What follows belongs to an exercise in optimizing a design on an open flow for small area; a production flow would make more cautious choices.
In this exercise RTL edits were held to simulation tests only and were not proved equivalent to the original.

==> inputs of wip/violet <==
## hb_cascade
module hb_cascade (
    input  wire        clk,
    input  wire        rst,
    input  wire [3:0]  cfg_dec,
    input  wire        in_valid,
    input  wire [15:0] in_data,
    input  wire        in_mark,
    output reg         out_valid,
    output reg  [15:0] out_data,
    output reg         out_mark
);
    wire [3:0] sel = (cfg_dec > 4'd8) ? 4'd8 : cfg_dec;
    reg        iv;
    reg [15:0] id;
    reg        im;
    reg        act1;
    always @(posedge clk) begin
        iv   <= in_valid & ~rst;
        id   <= in_data;
        im   <= in_mark;
        act1 <= (sel != 4'd0);
    end
    wire [15:0] win [0:95];
    wire [15:0] cen [0:7];
    wire [8:1]  wmk;
    wire [8:1]  srv;                 
    wire [15:0] aw [0:11];
    genvar i, j;
    generate
        for (i = 0; i < 12; i = i + 1) begin : g_mx
            assign aw[i] = ({16{srv[1]}} & win[i])      | ({16{srv[2]}} & win[12+i])
                         | ({16{srv[3]}} & win[24+i])   | ({16{srv[4]}} & win[36+i])
                         | ({16{srv[5]}} & win[48+i])   | ({16{srv[6]}} & win[60+i])
                         | ({16{srv[7]}} & win[72+i])   | ({16{srv[8]}} & win[84+i]);
        end
    endgenerate
  ...
==> module hb_cascade, before the edit <==
module hb_cascade (
    input  wire        clk,
    input  wire        rst,
    input  wire [3:0]  cfg_dec,
    input  wire        in_valid,
    input  wire [15:0] in_data,
    input  wire        in_mark,
    output reg         out_valid,
    output reg  [15:0] out_data,
    output reg         out_mark
);
    wire [3:0] sel = (cfg_dec > 4'd8) ? 4'd8 : cfg_dec;
    reg        iv;
    reg [15:0] id;
    reg        im;
    reg        act1;
    always @(posedge clk) begin
        iv   <= in_valid & ~rst;
        id   <= in_data;
        im   <= in_mark;
        act1 <= (sel != 4'd0);
    end
    wire [15:0] win [0:95];
    wire [15:0] cen [0:7];
    wire [8:1]  wmk;
    wire [8:1]  srv;                 
    wire [15:0] aw [0:11];
    genvar i, j;
    generate
        for (i = 0; i < 12; i = i + 1) begin : g_mx
            assign aw[i] = ({16{srv[1]}} & win[i])      | ({16{srv[2]}} & win[12+i])
                         | ({16{srv[3]}} & win[24+i])   | ({16{srv[4]}} & win[36+i])
                         | ({16{srv[5]}} & win[48+i])   | ({16{srv[6]}} & win[60+i])
                         | ({16{srv[7]}} & win[72+i])   | ({16{srv[8]}} & win[84+i]);
        end
    endgenerate
    wire [15:0] ac = ({16{srv[1]}} & cen[0]) | ({16{srv[2]}} & cen[1])
                   | ({16{srv[3]}} & cen[2]) | ({16{srv[4]}} & cen[3])
                   | ({16{srv[5]}} & cen[4]) | ({16{srv[6]}} & cen[5])
                   | ({16{srv[7]}} & cen[6]) | ({16{srv[8]}} & cen[7]);
    wire [15:0] y;
    wire        ovf;
    hb_au u_au (
        .clk(clk),
        .a0(aw[0]), .a1(aw[1]), .a2(aw[2]),   .a3(aw[3]),   .a4(aw[4]),   .a5(aw[5]),
        .a6(aw[6]), .a7(aw[7]), .a8(aw[8]),   .a9(aw[9]),   .a10(aw[10]), .a11(aw[11]),
        .c(ac), .y(y), .ovf(ovf));
    reg  [8:1]  srv_d;
    reg         wm_d;
    always @(posedge clk) begin
        srv_d <= rst ? 8'd0 : srv;
        wm_d  <= |(srv & wmk);
    end
    wire        ym = wm_d | ovf;
    integer k;
    reg [15:0] a1 [0:10];            
    reg [15:0] b1 [0:5];             
    reg [4:0]  cnt1;
    reg [4:0]  mc1;                  
    wire       ev1 = iv & act1;
    assign srv[1] = ev1 & (cnt1 == 5'd23);
    assign win[0] = id;
    generate
        for (i = 1; i < 12; i = i + 1) begin : g_w1
            assign win[i] = a1[i-1];
        end
    endgenerate
    assign cen[0] = b1[5];
    assign wmk[1] = im | (mc1 <= 5'd21);
    always @(posedge clk) begin
        if (rst) begin
            cnt1 <= 5'd0;
            mc1  <= 5'd23;
        end else if (ev1) begin
            cnt1 <= (cnt1 == 5'd23) ? 5'd22 : cnt1 + 5'd1;
            if (im)
                mc1 <= 5'd0;
            else if (mc1 < 5'd23)
                mc1 <= mc1 + 5'd1;
        end
        if (ev1 & cnt1[0]) begin
            a1[0] <= id;
            for (k = 1; k < 11; k = k + 1)
                a1[k] <= a1[k-1];
        end
        if (ev1 & ~cnt1[0]) begin
            b1[0] <= id;
            for (k = 1; k < 6; k = k + 1)
                b1[k] <= b1[k-1];
        end
    end
    wire [8:1] req;
    generate
        for (j = 2; j <= 8; j = j + 1) begin : g_st
            localparam FO = (j == 3 || j >= 5) ? 1'b0 : 1'b1;
            reg [15:0] a [0:11];     
            reg [15:0] b [0:5];      
            reg [4:0]  cnt;
            reg [4:0]  mc;
            reg        rq;
            wire       ev = srv_d[j-1] & (sel >= j);
            wire       ap = (cnt[0] == FO);
            assign req[j] = rq;
            for (i = 0; i < 12; i = i + 1) begin : g_w
                assign win[12*(j-1) + i] = a[i];
            end
            assign cen[j-1] = b[5];
            assign wmk[j] = (mc <= 5'd22);
            always @(posedge clk) begin
                if (rst) begin
                    cnt <= 5'd0;
                    mc  <= 5'd23;
                    rq  <= 1'b0;
                end else begin
                    if (ev) begin
                        cnt <= (cnt == 5'd23) ? 5'd22 : cnt + 5'd1;
                        if (ym)
                            mc <= 5'd0;
                        else if (mc < 5'd23)
                            mc <= mc + 5'd1;
                    end
                    if (ev & ap & (cnt[4:1] == 4'd11))
                        rq <= 1'b1;
                    else if (srv[j])
                        rq <= 1'b0;
                end
                if (ev & ap) begin
                    a[0] <= y;
                    for (k = 1; k < 12; k = k + 1)
                        a[k] <= a[k-1];
                end
                if (ev & ~ap) begin
                    b[0] <= y;
                    for (k = 1; k < 6; k = k + 1)
                        b[k] <= b[k-1];
                end
            end
        end
    endgenerate
    assign req[1] = 1'b0;
    assign srv[2] = req[2] & ~srv[1];
    assign srv[3] = req[3] & ~srv[1] & ~req[2];
    assign srv[4] = req[4] & ~srv[1] & ~|req[3:2];
    assign srv[5] = req[5] & ~srv[1] & ~|req[4:2];
    assign srv[6] = req[6] & ~srv[1] & ~|req[5:2];
    assign srv[7] = req[7] & ~srv[1] & ~|req[6:2];
    assign srv[8] = req[8] & ~srv[1] & ~|req[7:2];
    wire done = (sel == 4'd0) ? iv : srv_d[sel];
    always @(posedge clk) begin
        out_valid <= ~rst & done;
        out_data  <= (sel == 4'd0) ? id : y;
        out_mark  <= (sel == 4'd0) ? im : ym;
    end
endmodule
==> flow/config.mk <==
export PLATFORM = sky130hd
export DESIGN_NAME = hb_cascade
export DESIGN_NICKNAME = hb_cascade
export VERILOG_FILES = /design/flow/design.v
export SDC_FILE = /design/flow/constraint.sdc
export NUM_CORES = 4
export LEC_CHECK = 0
export ABC_CLOCK_PERIOD_IN_PS = 16000
export CAP_MARGIN = 10
export CORE_MARGIN = 2
export CORE_UTILIZATION = 75
export CTS_BUF_LIST = sky130_fd_sc_hd__clkbuf_16
export CTS_CLUSTER_DIAMETER = 80
export CTS_CLUSTER_SIZE = 30
export PLACE_DENSITY = 0.82
export SLEW_MARGIN = 10
export SYNTH_HIERARCHICAL = 1
==> flow/constraint.sdc <==
create_clock -name core_clock -period 16.0 [get_ports {clk}]
set_input_delay 3.2000 -clock core_clock [delete_from_list [all_inputs] [get_ports {clk}]]
set_output_delay 3.2000 -clock core_clock [all_outputs]
set_load 0.01 [all_outputs]
run.sh (not shown) runs the stock make flow with config.mk's settings and CLKGATE_MAP_FILE= SYNTH_SCRIPT=/design/flow/synth_recipe.tcl, a recipe that flattens the netlist after the stock synthesis.
==> wip/willow: changes against wip/violet <==
--- a/flow/design.v
+++ b/flow/design.v
@@ -1939,4 +1939,5 @@
     output reg         out_mark
 );
+    genvar i, j;
     wire [3:0] sel = (cfg_dec > 4'd8) ? 4'd8 : cfg_dec;
     reg        iv;
@@ -1955,17 +1956,19 @@
     wire [8:1]  srv;                 
     wire [15:0] aw [0:11];
-    genvar i, j;
+    wire [15:0] ac;
     generate
         for (i = 0; i < 12; i = i + 1) begin : g_mx
-            assign aw[i] = ({16{srv[1]}} & win[i])      | ({16{srv[2]}} & win[12+i])
-                         | ({16{srv[3]}} & win[24+i])   | ({16{srv[4]}} & win[36+i])
-                         | ({16{srv[5]}} & win[48+i])   | ({16{srv[6]}} & win[60+i])
-                         | ({16{srv[7]}} & win[72+i])   | ({16{srv[8]}} & win[84+i]);
+            hb_mx8w u_mx (
+                .s(srv),
+                .d0(win[i]),    .d1(win[12+i]), .d2(win[24+i]), .d3(win[36+i]),
+                .d4(win[48+i]), .d5(win[60+i]), .d6(win[72+i]), .d7(win[84+i]),
+                .y(aw[i]));
         end
     endgenerate
-    wire [15:0] ac = ({16{srv[1]}} & cen[0]) | ({16{srv[2]}} & cen[1])
-                   | ({16{srv[3]}} & cen[2]) | ({16{srv[4]}} & cen[3])
-                   | ({16{srv[5]}} & cen[4]) | ({16{srv[6]}} & cen[5])
-                   | ({16{srv[7]}} & cen[6]) | ({16{srv[8]}} & cen[7]);
+    hb_mx8w u_mxc (
+        .s(srv),
+        .d0(cen[0]), .d1(cen[1]), .d2(cen[2]), .d3(cen[3]),
+        .d4(cen[4]), .d5(cen[5]), .d6(cen[6]), .d7(cen[7]),
+        .y(ac));
     wire [15:0] y;
     wire        ovf;
@@ -2082,2 +2085,28 @@
     end
 endmodule
+module hb_mx8w (
+    input  wire [8:1]  s,
+    input  wire [15:0] d0, d1, d2, d3, d4, d5, d6, d7,
+    output wire [15:0] y
+);
+    genvar b;
+    generate
+        for (b = 0; b < 16; b = b + 1) begin : g_b
+            wire n0, n1, n2, n3;
+            hb_ao3 u_0 (.a1(s[1]), .b1(d0[b]), .a2(s[2]), .b2(d1[b]), .a3(s[3]), .b3(d2[b]), .y(n0));
+            hb_ao3 u_1 (.a1(s[4]), .b1(d3[b]), .a2(s[5]), .b2(d4[b]), .a3(s[6]), .b3(d5[b]), .y(n1));
+            hb_nd2 u_2 (.a(s[7]), .b(d6[b]), .y(n2));
+            hb_nd2 u_3 (.a(s[8]), .b(d7[b]), .y(n3));
+            hb_nd4 u_4 (.a(n0), .b(n1), .c(n2), .d(n3), .y(y[b]));
+        end
+    endgenerate
+endmodule
+module hb_ao3 (input wire a1, input wire b1, input wire a2, input wire b2, input wire a3, input wire b3, output wire y);
+    assign y = ~((a1 & b1) | (a2 & b2) | (a3 & b3));
+endmodule
+module hb_nd2 (input wire a, input wire b, output wire y);
+    assign y = ~(a & b);
+endmodule
+module hb_nd4 (input wire a, input wire b, input wire c, input wire d, output wire y);
+    assign y = ~(a & b & c & d);
+endmodule
--- a/flow/config.mk
+++ b/flow/config.mk
@@ -7,11 +7,11 @@
 export LEC_CHECK = 0
 export ABC_CLOCK_PERIOD_IN_PS = 16000
-export CAP_MARGIN = 10
+export CAP_MARGIN = 20
 export CORE_MARGIN = 2
 export CORE_UTILIZATION = 75
 export CTS_BUF_LIST = sky130_fd_sc_hd__clkbuf_16
-export CTS_CLUSTER_DIAMETER = 80
-export CTS_CLUSTER_SIZE = 30
+export CTS_CLUSTER_DIAMETER = 70
+export CTS_CLUSTER_SIZE = 28
 export PLACE_DENSITY = 0.82
-export SLEW_MARGIN = 10
+export SLEW_MARGIN = 20
 export SYNTH_HIERARCHICAL = 1
==> impl_metrics.tcl <==
set metrics [dict create \
    placed_cells 6492 \
    netlist_instances 4782 \
    multi_input_area_share 0.2092 \
    met2_usage 0.5563 \
    synth_nets 5379 \
    fin_crit_ns 14.51 \
    final_cell_mix "edfxtp_1, nand2_1, fa_1" \
    p_sw_mw 2.058 \
    grt_antenna_before_repair 5 \
    status "finished clean" \
]
The numbers above come from wip/willow.

==> impl_metrics.tcl <==
set metrics [dict create \
    status "finished clean" \
    wl_um 223400 \
    multi_input_area_share 0.2230 \
    fin_crit_ns 13.87 \
    synth_nets 5816 \
    final.setup_skew_ns 0.05309 \
    p_sw_mw 1.934 \
    netlist_instances 5219 \
    placed_cells 6725 \
    met2_usage 0.5401 \
    grt_antenna_before_repair 6 \
    final_cell_mix "edfxtp_1, fa_1, a22oi_1" \
    io_pins 42 \
]
The numbers above come from wip/violet.

==> re-timing with driven ports <==
Ports are ideal in the flow. The routed layouts listed here were re-timed in OpenROAD.
Step 1 sets driving cells, clkbuf_16 on the clock port and buf_2 on the other inputs (assumed; they add their load-dependent delay and slew).
Step 2 moves the port delays by t, midway between the first and last clock arrival at a register: inputs arrive t later, outputs are due t later. That takes back most of the time a late clock gives input paths.
a / b / c = ideal ports / drivers / drivers and shift; a / b = the first two.
run | t, ns | setup slack, ns | latest minus earliest clock arrival (ns) | worst slew at a driven data input, ns | pins driven straight from the clock port
wip/violet | 0.828 | 2.127 / 2.127 / 2.127 | 0.059 / 0.059 | 0.07 | 1
wip/willow | 0.844 | 1.486 / 1.486 / 1.486 | 0.102 / 0.102 | 0.07 | 1
After both steps setup and hold are still met in every run listed.
